What follows belongs to an exercise in optimizing a design on an open flow for small area, a short achievable clock period and few clock cycles per item; a production flow would make more cautious choices. For this run, only the layout was checked, not whether the RTL still works.

**design/flow/config.mk**
```make
export PLATFORM = sky130hd
export DESIGN_NAME = sha2_engine
export DESIGN_NICKNAME = sha2_engine
export VERILOG_FILES = /design/flow/design.v
export SDC_FILE = /design/flow/constraint.sdc
export NUM_CORES = 4
export LEC_CHECK = 0
export CAP_MARGIN = 20
export CORE_MARGIN = 2
export CORE_UTILIZATION = 50
export PLACE_DENSITY = 0.6
export SLEW_MARGIN = 20
export SYNTH_MEMORY_MAX_BITS = 16384
```
**design/flow/constraint.sdc**
```tcl
create_clock -name core_clock -period 14.0 [get_ports {clk}]
set_input_delay 2.8000 -clock core_clock [delete_from_list [all_inputs] [get_ports {clk}]]
set_output_delay 2.8000 -clock core_clock [all_outputs]
set_load 0.01 [all_outputs]
```
**design/flow/design.v**
```verilog
module sha2_k (
    input  wire [6:0]  t,
    input  wire        sha384,
    output wire [63:0] k
);
    reg [63:0] k512;
    always @* begin
        case (t)
            7'd0: k512 = 64'h428a2f98d728ae22;
            7'd1: k512 = 64'h7137449123ef65cd;
            7'd2: k512 = 64'hb5c0fbcfec4d3b2f;
            7'd3: k512 = 64'he9b5dba58189dbbc;
            7'd4: k512 = 64'h3956c25bf348b538;
            7'd5: k512 = 64'h59f111f1b605d019;
            7'd6: k512 = 64'h923f82a4af194f9b;
            7'd7: k512 = 64'hab1c5ed5da6d8118;
            7'd8: k512 = 64'hd807aa98a3030242;
            7'd9: k512 = 64'h12835b0145706fbe;
            7'd10: k512 = 64'h243185be4ee4b28c;
            7'd11: k512 = 64'h550c7dc3d5ffb4e2;
            7'd12: k512 = 64'h72be5d74f27b896f;
            7'd13: k512 = 64'h80deb1fe3b1696b1;
            7'd14: k512 = 64'h9bdc06a725c71235;
            7'd15: k512 = 64'hc19bf174cf692694;
            7'd16: k512 = 64'he49b69c19ef14ad2;
            7'd17: k512 = 64'hefbe4786384f25e3;
            7'd18: k512 = 64'h0fc19dc68b8cd5b5;
            7'd19: k512 = 64'h240ca1cc77ac9c65;
            7'd20: k512 = 64'h2de92c6f592b0275;
            7'd21: k512 = 64'h4a7484aa6ea6e483;
            7'd22: k512 = 64'h5cb0a9dcbd41fbd4;
            7'd23: k512 = 64'h76f988da831153b5;
            7'd24: k512 = 64'h983e5152ee66dfab;
            7'd25: k512 = 64'ha831c66d2db43210;
            7'd26: k512 = 64'hb00327c898fb213f;
            7'd27: k512 = 64'hbf597fc7beef0ee4;
            7'd28: k512 = 64'hc6e00bf33da88fc2;
            7'd29: k512 = 64'hd5a79147930aa725;
            7'd30: k512 = 64'h06ca6351e003826f;
            7'd31: k512 = 64'h142929670a0e6e70;
            7'd32: k512 = 64'h27b70a8546d22ffc;
            7'd33: k512 = 64'h2e1b21385c26c926;
            7'd34: k512 = 64'h4d2c6dfc5ac42aed;
            7'd35: k512 = 64'h53380d139d95b3df;
            7'd36: k512 = 64'h650a73548baf63de;
            7'd37: k512 = 64'h766a0abb3c77b2a8;
            7'd38: k512 = 64'h81c2c92e47edaee6;
            7'd39: k512 = 64'h92722c851482353b;
            7'd40: k512 = 64'ha2bfe8a14cf10364;
            7'd41: k512 = 64'ha81a664bbc423001;
            7'd42: k512 = 64'hc24b8b70d0f89791;
            7'd43: k512 = 64'hc76c51a30654be30;
            7'd44: k512 = 64'hd192e819d6ef5218;
            7'd45: k512 = 64'hd69906245565a910;
            7'd46: k512 = 64'hf40e35855771202a;
            7'd47: k512 = 64'h106aa07032bbd1b8;
            7'd48: k512 = 64'h19a4c116b8d2d0c8;
            7'd49: k512 = 64'h1e376c085141ab53;
            7'd50: k512 = 64'h2748774cdf8eeb99;
            7'd51: k512 = 64'h34b0bcb5e19b48a8;
            7'd52: k512 = 64'h391c0cb3c5c95a63;
            7'd53: k512 = 64'h4ed8aa4ae3418acb;
            7'd54: k512 = 64'h5b9cca4f7763e373;
            7'd55: k512 = 64'h682e6ff3d6b2b8a3;
            7'd56: k512 = 64'h748f82ee5defb2fc;
            7'd57: k512 = 64'h78a5636f43172f60;
            7'd58: k512 = 64'h84c87814a1f0ab72;
            7'd59: k512 = 64'h8cc702081a6439ec;
            7'd60: k512 = 64'h90befffa23631e28;
            7'd61: k512 = 64'ha4506cebde82bde9;
            7'd62: k512 = 64'hbef9a3f7b2c67915;
            7'd63: k512 = 64'hc67178f2e372532b;
            7'd64: k512 = 64'hca273eceea26619c;
            7'd65: k512 = 64'hd186b8c721c0c207;
            7'd66: k512 = 64'heada7dd6cde0eb1e;
            7'd67: k512 = 64'hf57d4f7fee6ed178;
            7'd68: k512 = 64'h06f067aa72176fba;
            7'd69: k512 = 64'h0a637dc5a2c898a6;
            7'd70: k512 = 64'h113f9804bef90dae;
            7'd71: k512 = 64'h1b710b35131c471b;
            7'd72: k512 = 64'h28db77f523047d84;
            7'd73: k512 = 64'h32caab7b40c72493;
            7'd74: k512 = 64'h3c9ebe0a15c9bebc;
            7'd75: k512 = 64'h431d67c49c100d4c;
            7'd76: k512 = 64'h4cc5d4becb3e42b6;
            7'd77: k512 = 64'h597f299cfc657e2a;
            7'd78: k512 = 64'h5fcb6fab3ad6faec;
            7'd79: k512 = 64'h6c44198c4a475817;
            default: k512 = 64'h0;
        endcase
    end
    assign k = {k512[63:32], sha384 ? k512[31:0] : k512[63:32]};
endmodule
module sha2_engine (
    input  wire          clk,
    input  wire          rst,         
    input  wire          in_valid,
    output wire          in_ready,
    input  wire          in_sha384,   
    input  wire          in_first,    
    input  wire [1023:0] in_block,
    output wire          out_valid,
    input  wire          out_ready,
    output wire [383:0]  out_digest
);
    reg         busy;        
    reg         setup;       
    reg         fin;         
    reg         outv;        
    reg         late3;       
    reg         late2;       
    reg         last;        
    reg         mode;        
    reg         first;       
    reg         omode;       
    reg         ofirst;      
    reg  [6:0]  t;           
    reg  [63:0] kr;          
    reg  [63:0] p;           
    reg  [63:0] H [0:7];     
    reg  [63:0] v [0:7];     
    reg  [63:0] W [0:16];    
    wire stall  = late3 && outv;             
    wire rnd    = busy && !stall;            
    wire ready  = (!busy && !setup) || last;
    wire accept = in_valid && ready;
    wire ld_iv  = setup && first;            
    assign in_ready  = ready;
    assign out_valid = outv;
    function [63:0] iv_of(input [2:0] i, input m);
        case (i)
            3'd0: iv_of = {32'hcbbb9d5d, m ? 32'hc1059ed8 : 32'h6a09e667};
            3'd1: iv_of = {32'h629a292a, m ? 32'h367cd507 : 32'hbb67ae85};
            3'd2: iv_of = {32'h9159015a, m ? 32'h3070dd17 : 32'h3c6ef372};
            3'd3: iv_of = {32'h152fecd8, m ? 32'hf70e5939 : 32'ha54ff53a};
            3'd4: iv_of = {32'h67332667, m ? 32'hffc00b31 : 32'h510e527f};
            3'd5: iv_of = {32'h8eb44a87, m ? 32'h68581511 : 32'h9b05688c};
            3'd6: iv_of = {32'hdb0c2e0d, m ? 32'h64f98fa7 : 32'h1f83d9ab};
            default: iv_of = {32'h47b5481d, m ? 32'hbefa4fa4 : 32'h5be0cd19};
        endcase
    endfunction
    function [127:0] csa(input [63:0] x, input [63:0] y, input [63:0] z);
        reg [63:0] c;
        begin
            c = (x & y) | (x & z) | (y & z);
            csa = {c[62:0], 1'b0, x ^ y ^ z};
        end
    endfunction
    function [63:0] rotr64(input [63:0] x, input integer n);
        rotr64 = (x >> n) | (x << (64 - n));
    endfunction
    function [31:0] rotr32(input [31:0] x, input integer n);
        rotr32 = (x >> n) | (x << (32 - n));
    endfunction
    wire [63:0] a = v[0], b = v[1], c = v[2], d = v[3];
    wire [63:0] e = v[4], f = v[5], g = v[6], h = v[7];
    wire [63:0] bs0_512 = rotr64(a, 28) ^ rotr64(a, 34) ^ rotr64(a, 39);
    wire [63:0] bs1_512 = rotr64(e, 14) ^ rotr64(e, 18) ^ rotr64(e, 41);
    wire [31:0] bs0_256 = rotr32(a[31:0], 2) ^ rotr32(a[31:0], 13) ^ rotr32(a[31:0], 22);
    wire [31:0] bs1_256 = rotr32(e[31:0], 6) ^ rotr32(e[31:0], 11) ^ rotr32(e[31:0], 25);
    wire [63:0] bs0 = {bs0_512[63:32], mode ? bs0_512[31:0] : bs0_256};
    wire [63:0] bs1 = {bs1_512[63:32], mode ? bs1_512[31:0] : bs1_256};
    wire [63:0] ch  = (e & f) | (~e & g);
    wire [63:0] maj = (a & b) | (a & c) | (b & c);
    wire [127:0] a1 = csa(p, ch, maj);
    wire [127:0] a2 = csa(bs0, bs1, a1[63:0]);
    wire [127:0] a3 = csa(a2[63:0], a2[127:64], a1[127:64]);
    wire [63:0] a_sum = a3[63:0] + a3[127:64];
    wire [127:0] e1 = csa(p, d, ch);
    wire [127:0] e2 = csa(e1[63:0], e1[127:64], bs1);
    wire [63:0] e_sum = e2[63:0] + e2[127:64];
    wire [63:0] hb [0:7];
    genvar gi;
    generate
        for (gi = 0; gi < 8; gi = gi + 1) begin : g_hb
            assign hb[gi] = first ? iv_of(gi, mode) : H[gi];
        end
    endgenerate
    wire [63:0] hb0_o = ofirst ? iv_of(0, omode) : H[0];
    wire [63:0] hb4_o = ofirst ? iv_of(4, omode) : H[4];
    wire [63:0] hx = fin ? hb0_o : late3 ? hb[3] : late2 ? hb[2] : hb[1];
    wire [63:0] hy = fin ? hb4_o : late3 ? hb[7] : late2 ? hb[6] : hb[5];
    wire [63:0] sx = hx + a;
    wire [63:0] sy = hy + e;
    wire [63:0] x1 = W[1], x14 = W[14];
    wire [63:0] ss0_512 = rotr64(x1, 1) ^ rotr64(x1, 8) ^ (x1 >> 7);
    wire [63:0] ss1_512 = rotr64(x14, 19) ^ rotr64(x14, 61) ^ (x14 >> 6);
    wire [31:0] ss0_256 = rotr32(x1[31:0], 7) ^ rotr32(x1[31:0], 18) ^ (x1[31:0] >> 3);
    wire [31:0] ss1_256 = rotr32(x14[31:0], 17) ^ rotr32(x14[31:0], 19) ^ (x14[31:0] >> 10);
    wire [63:0] ss0 = {ss0_512[63:32], mode ? ss0_512[31:0] : ss0_256};
    wire [63:0] ss1 = {ss1_512[63:32], mode ? ss1_512[31:0] : ss1_256};
    wire [127:0] w1 = csa(ss1, W[9], ss0);
    wire [127:0] w2 = csa(w1[63:0], w1[127:64], W[0]);
    wire [63:0] w_new = w2[63:0] + w2[127:64];
    wire [63:0] hp = setup ? (first ? iv_of(7, mode) : h) : g;
    wire [63:0] kp = {kr[63:32], mode ? kr[31:0] : kr[63:32]};
    wire [127:0] p1 = csa(hp, W[1], kp);
    wire [63:0] p_new = p1[63:0] + p1[127:64];
    wire [6:0] u_next = setup ? 7'd1 : (busy && !last) ? (stall ? t + 7'd1 : t + 7'd2) : 7'd0;
    wire [63:0] k_next;
    sha2_k u_k (.t(u_next), .sha384(1'b1), .k(k_next));
    wire [6:0] rlast = mode ? 7'd79 : 7'd63;
    always @(posedge clk) begin
        if (rst) begin
            busy  <= 1'b0;
            setup <= 1'b0;
            fin   <= 1'b0;
            outv  <= 1'b0;
            late3 <= 1'b0;
            late2 <= 1'b0;
            last  <= 1'b0;
        end else begin
            setup <= accept;
            fin   <= last;
            if (setup)
                busy <= 1'b1;
            else if (last)
                busy <= 1'b0;
            late3 <= busy && ((t == rlast - 7'd3) || stall);
            late2 <= late3 && !stall;
            last  <= late2;
            if (fin)
                outv <= 1'b1;
            else if (outv && out_ready)
                outv <= 1'b0;
        end
    end
    always @(posedge clk) begin
        kr <= k_next;
        if (setup)
            t <= 7'd0;
        else if (rnd)
            t <= t + 7'd1;
        if (accept) begin
            mode  <= in_sha384;
            first <= in_first;
        end
        if (last) begin
            omode  <= mode;
            ofirst <= first;
        end
        if (setup || rnd)
            p <= p_new;
    end
    integer i;
    always @(posedge clk) begin
        if (late3 && !stall) begin
            H[3] <= sx;
            H[7] <= sy;
        end
        if (late2) begin
            H[2] <= sx;
            H[6] <= sy;
        end
        if (last) begin
            H[1] <= sx;
            H[5] <= sy;
        end
        if (fin) begin
            H[0] <= sx;
            H[4] <= sy;
        end
        if (ld_iv) begin
            for (i = 0; i < 8; i = i + 1)
                v[i] <= iv_of(i, mode);
        end else begin
            if (rnd) begin
                v[0] <= a_sum;
                v[1] <= last ? sx : a;
                v[2] <= last ? H[2] : b;
                v[3] <= last ? H[3] : c;
                v[4] <= e_sum;
                v[5] <= last ? sy : e;
                v[6] <= last ? H[6] : f;
                v[7] <= last ? H[7] : g;
            end
            if (fin) begin
                v[0] <= sx;
                v[4] <= sy;
            end
        end
        if (!stall)
            W[0] <= W[1];
        for (i = 1; i < 17; i = i + 1) begin
            if (ready || i == 16)
                W[i] <= in_sha384 ? in_block[1023 - 64*(i-1) -: 64]
                                  : {in_block[1023 - 64*(i-1) -: 32], in_block[1023 - 32*(i-1) -: 32]};
            else if (i == 15)
                W[i] <= setup ? W[16] : w_new;
            else if (i > 2 || !stall)
                W[i] <= W[i+1];
        end
    end
    assign out_digest = omode ? {H[0], H[1], H[2], H[3], H[4], H[5]}
                              : {H[0][31:0], H[1][31:0], H[2][31:0], H[3][31:0],
                                 H[4][31:0], H[5][31:0], H[6][31:0], H[7][31:0], 128'h0};
endmodule
```
**design/flow/run.sh**
```bash
#!/bin/bash
# synth_recipe.tcl (not shown) runs the flow's synth.tcl, then flattens the netlist and writes it again
# the make line also repeats each setting of config.mk as NAME=value (left out here)
make -C /OpenROAD-flow-scripts/flow DESIGN_CONFIG=/design/flow/config.mk WORK_HOME=/design/flow/orfs CLKGATE_MAP_FILE= SYNTH_SCRIPT=/design/flow/synth_recipe.tcl finish
```
==> results.txt <==
-- final cells by class --
class	instances	area [sq um]
Antenna cell	215	538
Clock buffer	322	6860
Clock inverter	139	1550
Fill cell	24500	112000
Inverter	886	3340
Multi-Input combinational cell	11200	78100
Sequential cell	2258	55500
Tap cell	3724	4660
Timing Repair Buffer	1759	17000
-- worst max-delay path by stage --
stage | to | start | slack, ns | cells past startpoint
after global placement | v[4][57]$_SDFFE_PP1P_ | mode$_DFFE_PP_ | 6.61 | 19
after global routing | v[4][63]$_SDFFE_PP0P_ | mode$_DFFE_PP_ | 5.45 | 16
after floorplan | v[1][0]$_SDFFCE_PP1P_ | outv$_SDFFE_PP0P_ | 5.45 | 5
final | out_digest[228] | omode$_DFFE_PP_ | 5.94 | 6
after CTS | out_digest[228] | omode$_DFFE_PP_ | 6.13 | 6
after detailed placement | v[4][57]$_SDFFE_PP1P_ | mode$_DFFE_PP_ | 6.59 | 19
-- cell families (layout without fill, tap and decap cells) --
family          Yosys count  in the layout
flops                  2258           2258
mux                    1257           1257
compound gates         3749           3749
buf+inv                2028           3106
xor+xnor               1055           1055
fa+ha+maj               909            909
other cells               0            215
simple gates           4257           4257
-- layer usage --
metal,GRT usage [%],vias up,routed length [um]
li1,-,55500,-
met1,63.8,67300,266000
met2,84.1,13900,354000
met3,29.5,4906,134000
met4,58.9,70,113000
met5,4.18,-,1260
-- worst max-delay path, stage by stage (launching register included) --
cell and delay, ns:
sky130_fd_sc_hd__edfxtp_1 0.32, sky130_fd_sc_hd__buf_4 0.42, sky130_fd_sc_hd__buf_12 0.37, sky130_fd_sc_hd__buf_4 0.90
sky130_fd_sc_hd__buf_4 0.95, sky130_fd_sc_hd__mux2_2 0.48, sky130_fd_sc_hd__clkdlybuf4s50_1 0.49
-- cells in the final DEF (no fill, tap or decap), types with 58 or more instances in the layout --
cell and instances:
sky130_fd_sc_hd__nand2_1 2199, sky130_fd_sc_hd__a21oi_1 1543, sky130_fd_sc_hd__clkdlybuf4s50_1 1400, sky130_fd_sc_hd__dfxtp_1 1222, sky130_fd_sc_hd__nor2_1 1182, sky130_fd_sc_hd__edfxtp_1 1028
sky130_fd_sc_hd__mux2i_1 961, sky130_fd_sc_hd__inv_1 879, sky130_fd_sc_hd__o21ai_0 806, sky130_fd_sc_hd__xnor2_1 752, sky130_fd_sc_hd__fa_1 511, sky130_fd_sc_hd__ha_1 394
sky130_fd_sc_hd__buf_4 313, sky130_fd_sc_hd__xor2_1 293, sky130_fd_sc_hd__mux2_2 293, sky130_fd_sc_hd__a21o_1 276, sky130_fd_sc_hd__clkbuf_16 253, sky130_fd_sc_hd__diode_2 215
sky130_fd_sc_hd__a211oi_1 194, sky130_fd_sc_hd__and2_1 160, sky130_fd_sc_hd__nand3_1 158, sky130_fd_sc_hd__o211ai_1 124, sky130_fd_sc_hd__nor3_1 123, sky130_fd_sc_hd__a31oi_1 119
sky130_fd_sc_hd__nand4_1 97, sky130_fd_sc_hd__o22ai_1 84, sky130_fd_sc_hd__o21bai_1 69, sky130_fd_sc_hd__and3_1 66, sky130_fd_sc_hd__o21a_1 58
-- stage by stage --
step	worst slack, ns	instance area [sq um]
after floorplan	5.45	141000
after global placement	6.61	158000
after detailed placement	6.59	158000
after CTS	6.13	167000
after global routing	5.45	167000
final	5.94	168000
-- state kept, by name, summed over array words and instances (netlist names) --
signal,flops
last,1
setup,1
mode,1
late3,1
H,512
late2,1
v,512
first,1
t,7
fin,1
kr,64
ofirst,1
p,64
busy,1
W,1088
outv,1
omode,1
==> results.txt <==
count of non-filler cells in the finished layout=20500; clock network latency to the later pin of the worst-skew pair=1.01 ns; Resized cells post-CTS=0; clock tree from TritonCTS=done; DR DRC count=0; initial cell density of the core=slightly above 50%; vertical extent of the die=535 um; layout net count=18300; Synth Area in Compound Gates=16.0%; simple-gate share of the synthesized area=around 13%; share of the clock period used by the worst path=57.6%; total grt overflow=0; crit start category=flop; most frequent cells after synthesis=sky130_fd_sc_hd__nand2_1 (2212), sky130_fd_sc_hd__a21oi_1 (1546), sky130_fd_sc_hd__dfxtp_1 (1230); top cell type by total area after synthesis=sky130_fd_sc_hd__edfxtp_1; highest clock rate=124 MHz; launch point of the worst reg-to-reg path=mode$_DFFE_PP_; worst hold path stage count=2; vias in the first global route=130000; Placer Congestion=1.19; antenna violations before repair=241; Rows=194; Hold WC Path Type=reg2reg; pin count of the biggest net entering global routing=around 160; length in cells of the worst reg-to-reg path=19; most frequent cell after synthesis=sky130_fd_sc_hd__nand2_1; multiplexer fraction of the synthesized cell area=~9%; Clock H-tree levels=4; outcome=finished with violations; sequential cell area fraction in the yosys report=around two fifths; die outline area=286000 sq um; Synthesized Nets=17500; hold-fix buffers at CTS=0; combinational family with the most area after synthesis=compound AO/OA/AOI/OAI gates; input/output buffers=1415; EDFF count, synth=1028; hold worst-path end=W[11][33]$_DFF_P_; Detail Route Antenna Nets=0; xor and xnor fraction of the mapped netlist area=6.56%; clock transition at the register clock pins on the worst setup and hold paths after CTS=around 0.060 ns; worst hold-check slack=0.416 ns; final core occ=approximately 60%; Setup Total Neg Slack=0 ns; highest net fanout along the worst path=between 100 and 150; commonest register cell after synthesis=sky130_fd_sc_hd__dfxtp_1; Root Buffer=sky130_fd_sc_hd__clkbuf_16; count of state elements after synthesis=2258; share of async-settable or async-resettable flops after synthesis=0%; Adder-Cell Fraction of Synth Area=10.8%; max-capacitance violation count=1; unique cell type count in the Yosys netlist=96; post-CTS setup buffer count=0; x dimension of the die=535 um; setup slack of the most critical reg-to-reg path=6.04 ns; endpoint type of the worst setup path=primary output; Max Clock Skew=0.0544 ns; remaining max-slew budget at the tightest pin=-56.1%; Slew @ Worst Pin=2.34 ns; setup repair after global routing missed its margin=false; post-synthesis area per instance=9.08 sq um; RR Endpoint=v[4][57]$_SDFFE_PP1P_; number of DRC markers after the initial detailed-route iteration=27400; number of buffers added by the clock tree synthesis step=245; clock sink count=2258; global-route wire length before repair=1170000 um; Worst Hold Launch=W[12][33]$_DFF_P_; total wire length=869000 um; number of placed instances with taps included=19800; Synthesis Warnings=5; wire length per cell=~42 um; Ports=1416; portion of synthesized cell area occupied by the leading cell type=21.9%; synthesized area=roughly 140000 sq um; Synth area leaders=sky130_fd_sc_hd__edfxtp_1 (22%), sky130_fd_sc_hd__dfxtp_1 (17%), sky130_fd_sc_hd__fa_1 (7.3%); endpoints failing setup=0; arrival time at the worst endpoint=roughly 5.3 ns; Clock Tree Buf Depth=4; core region area=280000 sq um; overall fraction of global-route tracks in use=59.8%; Pre-Repair DR Iteration Count=15; SO Faults=max-capacitance violations, max-slew violations; fraction of layout cells with a size suffix above 1=7.29%; final hold violation count=0; minimum clock period=8.06 ns; Vias=between 100k and 150k; Max Slew Vio Count=3; gate count after technology mapping=15500; Critical Setup Path Class=reg2out; required time worst endpoint=11.20 ns; detailed-placement wirelength estimate=672000 um; detailed-route vias per instance=around 6.9; area growth from synthesis to final layout=19.0%

## static timing again, ports no longer ideal
How much do the figures lean on ideal ports? The routed layout below was timed once more, with nothing changed but the port constraints.
Step 1 sets driving cells, clkbuf_16 on the clock port and buf_2 on the other inputs (assumed; they add their load-dependent delay and slew).
Step 2, shift: input delay + t, output delay - t, t = (earliest + latest rising clock arrival at the registers) / 2. This alone moves slack from input paths to output paths.
Three values: no drivers, after step 1, after step 2; two values: the first two.
shift t [ns]: 1.110
slack for setup (ns): 5.936 / 5.801 / 6.036
latest minus earliest clock arrival (ns): 0.070 / 0.070
slew at the worst register clock pin (ns): 0.07 / 0.07
For this run, drivers alone change the setup slack by -0.135 ns; drivers and shift together by +0.100 ns.
